This is an optimization exercise on Yosys and OpenROAD, whose aim is small area, not a production implementation. Function was checked by simulation only, so behaviour that the tests miss may differ from the original. Power and IR drop assume default switching activity.

==> run a <==
Design scl_energy, start of the top module:
module scl_energy (
    input  wire        clk,
    input  wire        rst,               
    input  wire [31:0] cfg_up_thr,        
    input  wire [31:0] cfg_dn_thr,        
    input  wire [16:0] cfg_r_cable,       
    input  wire [8:0]  cfg_i_start,       
    input  wire        in_valid,
    output wire        in_ready,
    input  wire        in_tick,
    input  wire [31:0] in_v,
    input  wire [31:0] in_ih,
    input  wire [31:0] in_il,
    input  wire        in_ovr_v,
    input  wire        in_ovr_ih,
    input  wire        in_ovr_il,
    input  wire        in_lost_v,
    input  wire        in_lost_ih,
    input  wire        in_lost_il,
    output reg         out_valid,
    output wire [63:0] out_e_imp,
    output wire [63:0] out_e_exp,
    output wire [3:0]  out_flags,         
    output wire        out_dir,
    output wire        out_range_low,
    output wire        out_lock,
    output wire [15:0] out_range_sw
);
==> flow/config.mk <==
export PLATFORM = sky130hd
export DESIGN_NAME = scl_energy
export DESIGN_NICKNAME = scl_energy
export VERILOG_FILES = /design/flow/design.v
export SDC_FILE = /design/flow/constraint.sdc
export NUM_CORES = 4
export LEC_CHECK = 0
export ABC_AREA = 1
export CAP_MARGIN = 0
export CORE_MARGIN = 2
export CORE_UTILIZATION = 60
export SLEW_MARGIN = 0
==> flow/constraint.sdc <==
create_clock -name core_clock -period 20.0 [get_ports {clk}]
set_input_delay 4.0000 -clock core_clock [delete_from_list [all_inputs] [get_ports {clk}]]
set_output_delay 4.0000 -clock core_clock [all_outputs]
set_load 0.01 [all_outputs]
standard.sh (not shown) runs the stock make flow with config.mk's settings and CLKGATE_MAP_FILE= SYNTH_SCRIPT=/design/flow/synth_recipe.tcl, a recipe that flattens the netlist after the stock synthesis.
==> flow/flow/run.sh <==
#!/bin/bash
# The standard ORFS layout (standard.sh), with these changes passed to make:
#  - abc maps for area only (strash; dch; map -a; topo): a copy of ORFS's
#    scripts folder with abc_area.script replaced (SCRIPTS_DIR);
#  - port buffers use the smallest buffer cell, sky130_fd_sc_hd__buf_1;
#  - clock tree synthesis uses clkbuf_4 in small clusters and no dummy loads.
# ORFS's whole output goes to standard.log here; its step logs stay in orfs/logs/.
set -euo pipefail
cp -r "$FLOW_HOME/scripts" scripts_area
cp flow/abc_area.script scripts_area/abc_area.script
export BUFFER_PORTS_ARGS="-buffer_cell sky130_fd_sc_hd__buf_1"
export CTS_ARGS="-sink_clustering_enable -repair_clock_nets -dont_use_dummy_load -buf_list sky130_fd_sc_hd__clkbuf_4 -sink_clustering_size 10 -sink_clustering_max_diameter 40"
sed "s|^make -C |make SCRIPTS_DIR=$PWD/scripts_area -C |" standard.sh > standard_area.sh
bash standard_area.sh > standard.log 2>&1
==> flow/flow/abc_area.script <==
strash
dch
map -a
topo
==> run b (differences from run a) <==
--- a/flow/design.v
+++ b/flow/design.v
@@ -43,21 +43,20 @@
     reg         pz;                  
     reg         psub;                
     reg         pclr;                
     reg         range_low, lock, dir;
     reg         f_low, f_gap, f_ovr, creep;
     reg         [31:0] r1;           
     reg         [20:0] r2;           
-    reg         ca;                  
-    reg         cc;                  
-    reg         kc;                  
-    reg         eq;                  
+    reg         ca, cc;              
+    reg         kc, eq, swinc;       
+    reg         sc;                  
     reg         nc;                  
-    reg         sgn;                 
-    reg         cs;                  
+    reg         sgn, seen, nz;       
+    reg         cs, seenc;           
     assign in_ready = (ph == 7'd98) && (smp || tk1);
     reg         pv;                  
     reg         gt_up, lt_dn;        
     reg         seenl;               
     wire        pre     = !ph[5] && ph[6] && !smp;
     wire        lk      = lock | in_lost_il;
     wire        to_high = range_low && (lk || in_ovr_il || gt_up);
@@ -96,23 +95,23 @@
     wire        win_c   = (ph <= 7'd41);
     wire        win_swb = (ph >= 7'd42) && (ph <= 7'd49);
     wire        win_cnt = (ph >= 7'd1) && (ph <= 7'd11);
     wire        win_swc = (ph >= 7'd12) && (ph <= 7'd15);
     wire        win_n   = (ph >= 7'd16) && (ph <= 7'd25);
     wire        win_sw  = win_swa || win_swb || win_swc;
     wire        win_q   = (ph <= 7'd46);
-    wire        m2_a  = tk1 ? (win_c && (c_eff ^ (cs & nc))) : v_b;
+    wire        m2_a  = tk1 ? (win_c && (c_eff ^ (cs & seenc))) : v_b;
     wire        m2_b  = tk1 ? (win_n && n_eff) : i_b;
     wire [21:0] m2_c1 = tk1 ? 22'd1000 : 22'd1000000;
     wire [21:0] m2_c2 = tk1 ? {13'd0, cfg_i_start} : {5'd0, cfg_r_cable};
     wire [21:0] m2_x  = {r2[20], r2};
-    wire [21:0] m2_p  = {22{m2_a}} & ~m2_c1;
-    wire [21:0] m2_q  = {22{m2_b}} & m2_c2;
+    wire [21:0] m2_p  = {22{m2_a}} & m2_c1;
+    wire [21:0] m2_q  = {22{m2_b}} & ~m2_c2;
     wire [21:0] m2_t  = m2_x ^ m2_p ^ m2_q;
-    wire [21:0] m2_u  = {(m2_x[20:0] & m2_p[20:0]) | (m2_x[20:0] & m2_q[20:0]) | (m2_p[20:0] & m2_q[20:0]), m2_a};
+    wire [21:0] m2_u  = {(m2_x[20:0] & m2_p[20:0]) | (m2_x[20:0] & m2_q[20:0]) | (m2_p[20:0] & m2_q[20:0]), m2_b};
     wire [22:0] m2_k;
     wire [21:0] s2;
     assign m2_k[0] = 1'b0;
     genvar g;
     generate
         for (g = 0; g < 22; g = g + 1) begin : g_m2
             assign s2[g]     = m2_t[g] ^ m2_u[g] ^ m2_k[g];
@@ -131,25 +130,25 @@
     assign m1_k[0] = 1'b0;
     generate
         for (g = 0; g < 33; g = g + 1) begin : g_m1
             assign s1[g]     = m1_x[g] ^ m1_p[g] ^ m1_k[g];
             assign m1_k[g+1] = (m1_x[g] & m1_p[g]) | (m1_x[g] & m1_k[g]) | (m1_p[g] & m1_k[g]);
         end
     endgenerate
-    wire        p_b   = !s1[0] || gap;           
+    wire        p_b   = s1[0] && !gap;
     wire        acc_s = acc_eff ^ p_b ^ ca;
     wire        acc_c = (acc_eff & p_b) | (acc_eff & ca) | (p_b & ca);
     wire        c_s   = c_eff ^ i_b ^ cc;
     wire        c_c   = (c_eff & i_b) | (c_eff & cc) | (i_b & cc);
     wire        cnt_s = cnt_cond && (cnt_eff ^ kc);
     wire        sw_in = win_swa ? swa_eff : win_swb ? swb_eff : swc_eff;
-    wire        sc_in = (ph == 7'd12) ? eq : kc;
+    wire        sc_in = (ph == 7'd12) ? swinc : sc;
     wire        sw_s  = sw_in ^ (smp & sc_in);
     wire        n_s   = n_eff ^ nc;
-    wire        mag   = fb ^ (sgn & ca);                 
+    wire        mag   = fb ^ (sgn & seen);               
     wire        q_imp = !creep && !sgn && fb;
     wire        q_exp = !creep && sgn && mag;
     reg         wa, wb, wc;
     always @* begin
         wa = a0;
         wb = b0;
         wc = c0;
@@ -175,55 +174,47 @@
         ra <= {wa, ra[99:1]};
         if (tk2 && ph == 7'd0)
             ra[91:85] <= r1[6:0];                    
         if (tk2 && win_q)
             ra[38] <= q_imp;                         
         rb <= {wb, rb[49:1]};
         rc <= {wc, rc[24:1]};
-        r2 <= last ? {21{nmd == M_TK1}} : s2[21:1];
+        r2 <= last ? 21'd0 : s2[21:1];
         if (last && !tk1)
             r1 <= {32{(nmd == M_TK1) && s99}};
         else
             r1 <= s1[32:1];
-        if (last)
-            ca <= !tk1;
-        else if (!tk2)
-            ca <= acc_c;
-        else if (win_q)
-            ca <= ca | fb;
-        if (last)
-            cc <= 1'b0;
-        else if (!tk2)
-            cc <= c_c;
-        else if (win_q)
-            cc <= cc | fb;
+        ca <= last ? 1'b0 : acc_c;
+        cc <= last ? 1'b0 : c_c;
         if (ph == 7'd0) begin
             kc <= 1'b1;
             eq <= 1'b1;
-        end else if (ph == 7'd11) begin
-            kc <= kc & cnt_eff;
-            eq <= to_high || (cnt_cond && eq && (cnt_eff == K_1599[10]));
         end else if (win_cnt) begin
             kc <= kc & cnt_eff;
             eq <= eq & (cnt_eff == K_1599X[ph[3:0]]);
-        end else if (win_sw)
-            kc <= sc_in & sw_in;
-        if (last)
-            nc <= 1'b0;
-        else if (tk1) begin
-            if (win_c)
-                nc <= nc | c_eff;
-        end else if (ph == 7'd15)
-            nc <= 1'b1;
-        else if (win_n)
-            nc <= nc & n_eff;
+        end
+        if (ph == 7'd11)
+            swinc <= to_high || (cnt_cond && eq && (cnt_eff == K_1599[10]));
+        if (win_sw)
+            sc <= sc_in & sw_in;
+        nc <= (ph == 7'd15) ? 1'b1 : win_n ? (nc & n_eff) : nc;
         if (last && !tk1)
             sgn <= s99;
-        if (last)
-            cs <= cs99;
+        if (last) begin
+            seen <= 1'b0;
+            nz   <= 1'b0;
+        end else if (tk2 && win_q) begin
+            seen <= seen | fb;
+            nz   <= nz | fb;
+        end
+        if (last) begin
+            cs    <= cs99;
+            seenc <= 1'b0;
+        end else if (win_c)
+            seenc <= seenc | c_eff;
         if (pre) begin
             seenl <= seenl | i_b;
             if (l_b != u_b) gt_up <= l_b;
             if (l_b != d_b) lt_dn <= d_b;
         end else if (ph == 7'd63 && !smp) begin
             seenl <= 1'b0;
             gt_up <= 1'b0;
@@ -251,34 +242,34 @@
             out_valid <= tk2 && last;
             if (ph == 7'd64)
                 pv <= in_valid && !smp && !tk1;
             if (last)
                 md <= nmd;
             if (ph == 7'd98 && smp) begin
                 lock      <= lk;
-                range_low <= low_a || (eq && !to_high);
+                range_low <= low_a || (swinc && !to_high);
                 f_low     <= (f_low && !zcn) || low_a;
                 f_gap     <= (f_gap && !zcn) || gap;
                 f_ovr     <= (f_ovr && !zcn) || ovr;
             end
             if (ph == 7'd98 && tk1) begin
                 f_low     <= f_low && !zcn;
                 f_gap     <= f_gap && !zcn;
                 f_ovr     <= f_ovr && !zcn;
             end
             if (last && tk1)
-                creep <= !y_b;
+                creep <= y_b;
             if (last && (smp || tk1)) begin
                 z    <= 1'b0;
                 pz   <= 1'b0;
                 psub <= 1'b0;
                 pclr <= 1'b0;
             end
             if (last && tk2) begin
-                if (!creep && (sgn || cc))
+                if (!creep && (sgn || nz))
                     dir <= sgn;
                 pz   <= creep;
                 psub <= !creep;
                 pclr <= 1'b1;
             end
         end
     end
- CORE_UTILIZATION: 60 -> 76
==> run c (differences from run a) <==
==> flow/design.v (replaced) <==
`default_nettype none
module scl_energy (
    input  wire        clk,
    input  wire        rst,               
    input  wire [31:0] cfg_up_thr,        
    input  wire [31:0] cfg_dn_thr,        
    input  wire [16:0] cfg_r_cable,       
    input  wire [8:0]  cfg_i_start,       
    input  wire        in_valid,
    output wire        in_ready,
    input  wire        in_tick,
    input  wire [31:0] in_v,
    input  wire [31:0] in_ih,
    input  wire [31:0] in_il,
    input  wire        in_ovr_v,
    input  wire        in_ovr_ih,
    input  wire        in_ovr_il,
    input  wire        in_lost_v,
    input  wire        in_lost_ih,
    input  wire        in_lost_il,
    output reg         out_valid,
    output wire [63:0] out_e_imp,
    output wire [63:0] out_e_exp,
    output wire [3:0]  out_flags,         
    output wire        out_dir,
    output wire        out_range_low,
    output wire        out_lock,
    output wire [15:0] out_range_sw
);
    localparam [1:0] M_IDLE = 2'd0, M_SMP = 2'd1, M_TK1 = 2'd2, M_TK2 = 2'd3;
    localparam [10:0] K_1599 = 11'd1599;
    localparam [11:0] K_1599X = {K_1599, 1'b0};    
    reg  [6:0]  ph;                  
    reg  [1:0]  md;                  
    wire        smp = (md == M_SMP);
    wire        tk1 = (md == M_TK1);
    wire        tk2 = (md == M_TK2);
    wire        last = (ph == 7'd99);
    reg  [99:0] ra;
    reg  [49:0] rb;
    reg  [24:0] rc;
    reg         z;                   
    reg         pz;                  
    reg         psub;                
    reg         pclr;                
    reg         range_low, lock, dir;
    reg         f_low, f_gap, f_ovr, creep;
    reg         [31:0] r1;           
    reg         [20:0] r2;           
    reg         ca, cc;              
    reg         kc, eq, swinc;       
    reg         sc;                  
    reg         nc;                  
    reg         sgn, seen, nz;       
    reg         cs, seenc;           
    assign in_ready = (ph == 7'd98) && (smp || tk1);
    reg         pv;                  
    reg         gt_up, lt_dn;        
    reg         seenl;               
    wire        pre     = !ph[5] && ph[6] && !smp;
    wire        lk      = lock | in_lost_il;
    wire        to_high = range_low && (lk || in_ovr_il || gt_up);
    wire        low_a   = range_low && !to_high;
    wire        below   = !lk && lt_dn;
    wire        cnt_cond = !low_a && below;
    wire        selL    = pre || (low_a && !in_lost_il);
    wire        selH    = !pre && !low_a && !in_lost_ih;
    wire [31:0] i_par   = ({32{selL}} & in_il) | ({32{selH}} & in_ih);
    wire        gap     = in_lost_v || in_lost_ih;
    wire        ovr     = (in_ovr_v && !in_lost_v) || (in_ovr_ih && !in_lost_ih);
    wire [4:0]  idx     = ph[4:0] | {5{smp && (ph[6] | ph[5])}};
    wire        i_b     = i_par[idx];
    wire        v_b     = !in_lost_v && in_v[idx];
    wire        l_b     = i_b ^ (in_il[31] & seenl);     
    wire        u_b     = cfg_up_thr[idx];
    wire        d_b     = cfg_dn_thr[idx];
    wire        a0 = ra[0];
    wire        b0 = rb[0];
    wire        c0 = rc[0];
    wire        zacc = z | pz;
    wire        zcn  = z | pclr;
    wire        zcnt = z | range_low;
    wire        acc_eff = (ph < 7'd39) ? (!zacc && a0) :
                          (ph < 7'd46) ? (!zacc && (psub ? ra[48] : a0)) :
                                         (!zacc && !psub && a0);
    wire        swa_eff = !z && a0;
    wire        c_eff   = !zcn && b0;
    wire        swb_eff = !z && b0;
    wire        cnt_eff = !zcnt && c0;
    wire        swc_eff = !z && c0;
    wire        n_eff   = !zcn && c0;
    wire        win_acc = (ph <= 7'd93);
    wire        win_swa = (ph >= 7'd94) && (ph <= 7'd97);
    wire        win_c   = (ph <= 7'd41);
    wire        win_swb = (ph >= 7'd42) && (ph <= 7'd49);
    wire        win_cnt = (ph >= 7'd1) && (ph <= 7'd11);
    wire        win_swc = (ph >= 7'd12) && (ph <= 7'd15);
    wire        win_n   = (ph >= 7'd16) && (ph <= 7'd25);
    wire        win_sw  = win_swa || win_swb || win_swc;
    wire        m2_a  = tk2 ? (win_c && (b0 ^ (cs & seenc))) : v_b;
    wire        m2_b  = tk2 ? (win_n && c0) : i_b;
    wire [21:0] m2_c1 = tk2 ? 22'd1000 : 22'd1000000;
    wire [21:0] m2_c2 = tk2 ? {13'd0, cfg_i_start} : {5'd0, cfg_r_cable};
    wire [21:0] m2_x  = {r2[20], r2};
    wire [21:0] m2_p  = {22{m2_a}} & m2_c1;
    wire [21:0] m2_q  = {22{m2_b}} & ~m2_c2;
    wire [21:0] m2_t  = m2_x ^ m2_p ^ m2_q;
    wire [21:0] m2_u  = {(m2_x[20:0] & m2_p[20:0]) | (m2_x[20:0] & m2_q[20:0]) | (m2_p[20:0] & m2_q[20:0]), m2_b};
    wire [22:0] m2_k;
    wire [21:0] s2;
    assign m2_k[0] = 1'b0;
    genvar g;
    generate
        for (g = 0; g < 22; g = g + 1) begin : g_m2
            assign s2[g]     = m2_t[g] ^ m2_u[g] ^ m2_k[g];
            assign m2_k[g+1] = (m2_t[g] & m2_u[g]) | (m2_t[g] & m2_k[g]) | (m2_u[g] & m2_k[g]);
        end
    endgenerate
    wire        y_b   = s2[0];
    wire        xb    = tk1 ? ((ph <= 7'd93) ? !acc_eff : !sgn) :
                        (ph <= 7'd38) ? !sgn : a0;
    wire        fb    = xb ^ r1[0];
    wire        m1_y  = smp ? y_b : fb;
    wire [31:0] m1_op = smp ? i_par : 32'd125;
    wire [32:0] m1_x  = {r1[31], r1};
    wire [32:0] m1_p  = {33{m1_y}} & {m1_op[31], m1_op};
    wire [33:0] m1_k;
    wire [32:0] s1;
    assign m1_k[0] = 1'b0;
    generate
        for (g = 0; g < 33; g = g + 1) begin : g_m1
            assign s1[g]     = m1_x[g] ^ m1_p[g] ^ m1_k[g];
            assign m1_k[g+1] = (m1_x[g] & m1_p[g]) | (m1_x[g] & m1_k[g]) | (m1_p[g] & m1_k[g]);
        end
    endgenerate
    wire        p_b   = s1[0] && !gap;
    wire        acc_s = acc_eff ^ p_b ^ ca;
    wire        acc_c = (acc_eff & p_b) | (acc_eff & ca) | (p_b & ca);
    wire        c_s   = c_eff ^ i_b ^ cc;
    wire        c_c   = (c_eff & i_b) | (c_eff & cc) | (i_b & cc);
    wire        cnt_s = cnt_cond && (cnt_eff ^ kc);
    wire        sw_in = win_swa ? swa_eff : win_swb ? swb_eff : swc_eff;
    wire        sc_in = (ph == 7'd12) ? swinc : sc;
    wire        sw_s  = sw_in ^ (smp & sc_in);
    wire        n_s   = n_eff ^ nc;
    wire        mag   = fb ^ (sgn & seen);
    reg         wa, wb, wc;
    always @* begin
        wa = a0;
        wb = b0;
        wc = c0;
        if (smp) begin
            wa = win_acc ? acc_s : win_swa ? sw_s : 1'b0;
            wb = win_c ? c_s : win_swb ? sw_s : b0;
            wc = win_cnt ? cnt_s : win_swc ? sw_s : win_n ? n_s : c0;
        end else if (tk1) begin
            wa = win_acc ? acc_eff : win_swa ? swa_eff : 1'b0;
            wb = win_c ? c_eff : win_swb ? swb_eff : b0;
            wc = win_cnt ? cnt_eff : win_swc ? swc_eff : win_n ? n_eff : c0;
        end else if (tk2) begin
            if (ph >= 7'd39 && ph <= 7'd86)
                wa = !mag;
        end
    end
    wire        s_eff = !zacc && !psub && ra[55];    
    always @(posedge clk) begin
        ra <= {wa, ra[99:1]};
        if (tk2 && ph == 7'd39)
            ra[53:47] <= r1[6:0];
        rb <= {wb, rb[49:1]};
        rc <= {wc, rc[24:1]};
        r2 <= last ? 21'd0 : s2[21:1];
        if (last && !tk1)
            r1 <= 32'd0;
        else if (tk1 && ph == 7'd38)
            r1 <= {32{s_eff}};
        else
            r1 <= s1[32:1];
        ca <= last ? 1'b0 : acc_c;
        cc <= last ? 1'b0 : c_c;
        if (ph == 7'd0) begin
            kc <= 1'b1;
            eq <= 1'b1;
        end else if (win_cnt) begin
            kc <= kc & cnt_eff;
            eq <= eq & (cnt_eff == K_1599X[ph[3:0]]);
        end
        if (ph == 7'd11)
            swinc <= to_high || (cnt_cond && eq && (cnt_eff == K_1599[10]));
        if (win_sw)
            sc <= sc_in & sw_in;
        nc <= (ph == 7'd15) ? 1'b1 : win_n ? (nc & n_eff) : nc;
        if (tk1 && ph == 7'd38)
            sgn <= s_eff;
        if (ph == 7'd38) begin
            seen <= 1'b0;
            nz   <= 1'b0;
        end else if (tk2 && ph >= 7'd39 && ph <= 7'd86) begin
            seen <= seen | fb;
            nz   <= nz | fb;
        end
        if (pre) begin
            seenl <= seenl | i_b;
            if (l_b != u_b) gt_up <= l_b;
            if (l_b != d_b) lt_dn <= d_b;
        end else if (ph == 7'd63 && !smp) begin
            seenl <= 1'b0;
            gt_up <= 1'b0;
            lt_dn <= 1'b0;
        end
        if (last) begin
            cs    <= rb[42];                         
            seenc <= 1'b0;
        end else if (win_c)
            seenc <= seenc | b0;
    end
    always @(posedge clk) begin
        if (rst) begin
            ph        <= 7'd0;
            md        <= M_IDLE;
            z         <= 1'b1;
            pz        <= 1'b0;
            psub      <= 1'b0;
            pclr      <= 1'b0;
            range_low <= 1'b0;
            lock      <= 1'b0;
            dir       <= 1'b0;
            f_low     <= 1'b0;
            f_gap     <= 1'b0;
            f_ovr     <= 1'b0;
            creep     <= 1'b0;
            out_valid <= 1'b0;
        end else begin
            ph        <= last ? 7'd0 : ph + 7'd1;
            out_valid <= tk2 && last;
            if (ph == 7'd64)
                pv <= in_valid && !smp && !tk1;
            if (last)
                md <= tk1 ? M_TK2 : !in_valid ? M_IDLE : in_tick ? M_TK1 : pv ? M_SMP : M_IDLE;
            if (ph == 7'd98 && smp) begin
                lock      <= lk;
                range_low <= low_a || (swinc && !to_high);
                f_low     <= (f_low && !zcn) || low_a;
                f_gap     <= (f_gap && !zcn) || gap;
                f_ovr     <= (f_ovr && !zcn) || ovr;
            end
            if (ph == 7'd98 && tk1) begin
                f_low     <= f_low && !zcn;
                f_gap     <= f_gap && !zcn;
                f_ovr     <= f_ovr && !zcn;
            end
            if (last && (smp || tk1)) begin
                z    <= 1'b0;
                pz   <= 1'b0;
                psub <= 1'b0;
                pclr <= 1'b0;
            end
            if (last && tk2) begin
                creep <= y_b;
                if (!y_b && (sgn || nz))
                    dir <= sgn;
                pz   <= y_b;
                psub <= !y_b;
                pclr <= 1'b1;
            end
        end
    end
    wire        pos_en = !creep && !sgn && nz;
    wire        neg_en = !creep && sgn;
    assign out_e_imp     = {16'd0, ~(ra[86:39] | {48{!pos_en}})};
    assign out_e_exp     = {16'd0, ~(ra[86:39] | {48{!neg_en}})};
    assign out_flags     = {f_low, creep, f_ovr, f_gap};
    assign out_dir       = dir;
    assign out_range_low = range_low;
    assign out_lock      = lock;
    assign out_range_sw  = {ra[97:94], rb[49:42], rc[15:12]};
endmodule
`default_nettype wire
- CAP_MARGIN: 0 -> 20
- CORE_UTILIZATION: 60 -> 80
- SLEW_MARGIN: 0 -> 20
==> notes <==
- In run a the clock power is smaller than in run b, by about 4%.
- Of run a and run b, run a has the higher final cell count (gap about 3%, measured against run b).
- The lowest synthesized cell count belongs to run a, the highest to run c.
- Final area: run a is larger than run b (about 0.9%).
- In run a the setup slack is worse than in run b, by 0.030 ns.
- Run a finished with timing, DRC and antenna clean. Run b ran to the end with no violations. Run c did not get past global routing (5_1_grt).
- Of run b and run a, run b has the higher via count (gap about 6.4%, measured against run a).
- Between run a and run b, the lower utilization is in run a (gap 18 points).
- In run a the first-iteration DRC count is smaller than in run b, by 31%.
==> figures <==
                                                                     run b                     run c                   run a
Top cell class by occupied area                     flip-flops and latches                         -  flip-flops and latches
Flop2flop setup slack                                              1.86 ns                         -                 1.53 ns
Origin of the worst setup path                                  in_lost_il                         -              in_lost_il
Clock Power                                                     0.000246 W                         -              0.000237 W
Layout buffering overhead excluding clock cells                      0.105                         -                   0.111
Hold path depth                                                          0                         -                       0
Final core utilization                                               0.867                         -                   0.684
Sink count of the clock tree                                           265                       265                     260
Number of combinational gates with multiple inputs                     770                         -                     752
Clock-pin slew on the worst setup and hold paths                   0.10 ns                         -                 0.10 ns
Capturing point of the worst reg2reg path                           r1[30]                         -                  r1[30]
Outcome                                                     finished clean            did not finish          finished clean
Last stage reached                                                       -  global routing (5_1_grt)                       -
Worst setup SP type                                              input pin                         -               input pin
Static leakage power                                               4.85 nW                         -                 5.06 nW
Startpoint of the most critical hold path                           ra[48]                         -                  rc[22]
Power attributed to combinational cells                         0.000354 W                         -              0.000360 W
Area fraction in compound gates after synthesis                      0.142                     0.139                   0.142

[static timing again, ports no longer ideal]
No port has a modelled driver above. Below, the same layouts with a new extraction and two added sets of constraints.
Step 1 sets driving cells, clkbuf_16 on the clock port and buf_2 on the other inputs (assumed; they add their load-dependent delay and slew).
Step 2 adds t to the input delays and takes it off the output delays; t is the mean of the earliest and latest rising clock arrival at the registers after step 1. Input paths then give back, and output paths get back, about the clock's delay inside the block.
a / b / c = ideal / step 1 / step 2; a / b = the first two.
run | shift t [ns] | setup WS [ns] | latest minus earliest clock arrival (ns) | worst slew at a driven data input, ns
run a | 0.629 | 0.579 / 0.586 / -0.043 | 0.089 / 0.089 | 0.07
run b | 0.669 | 0.609 / 0.612 / -0.057 | 0.105 / 0.106 | 0.06
Met with ideal ports but missed after step 2: setup timing in run a and run b. For run b, which loses most, drivers alone change the setup slack by +0.003 ns; drivers and shift together by -0.666 ns.
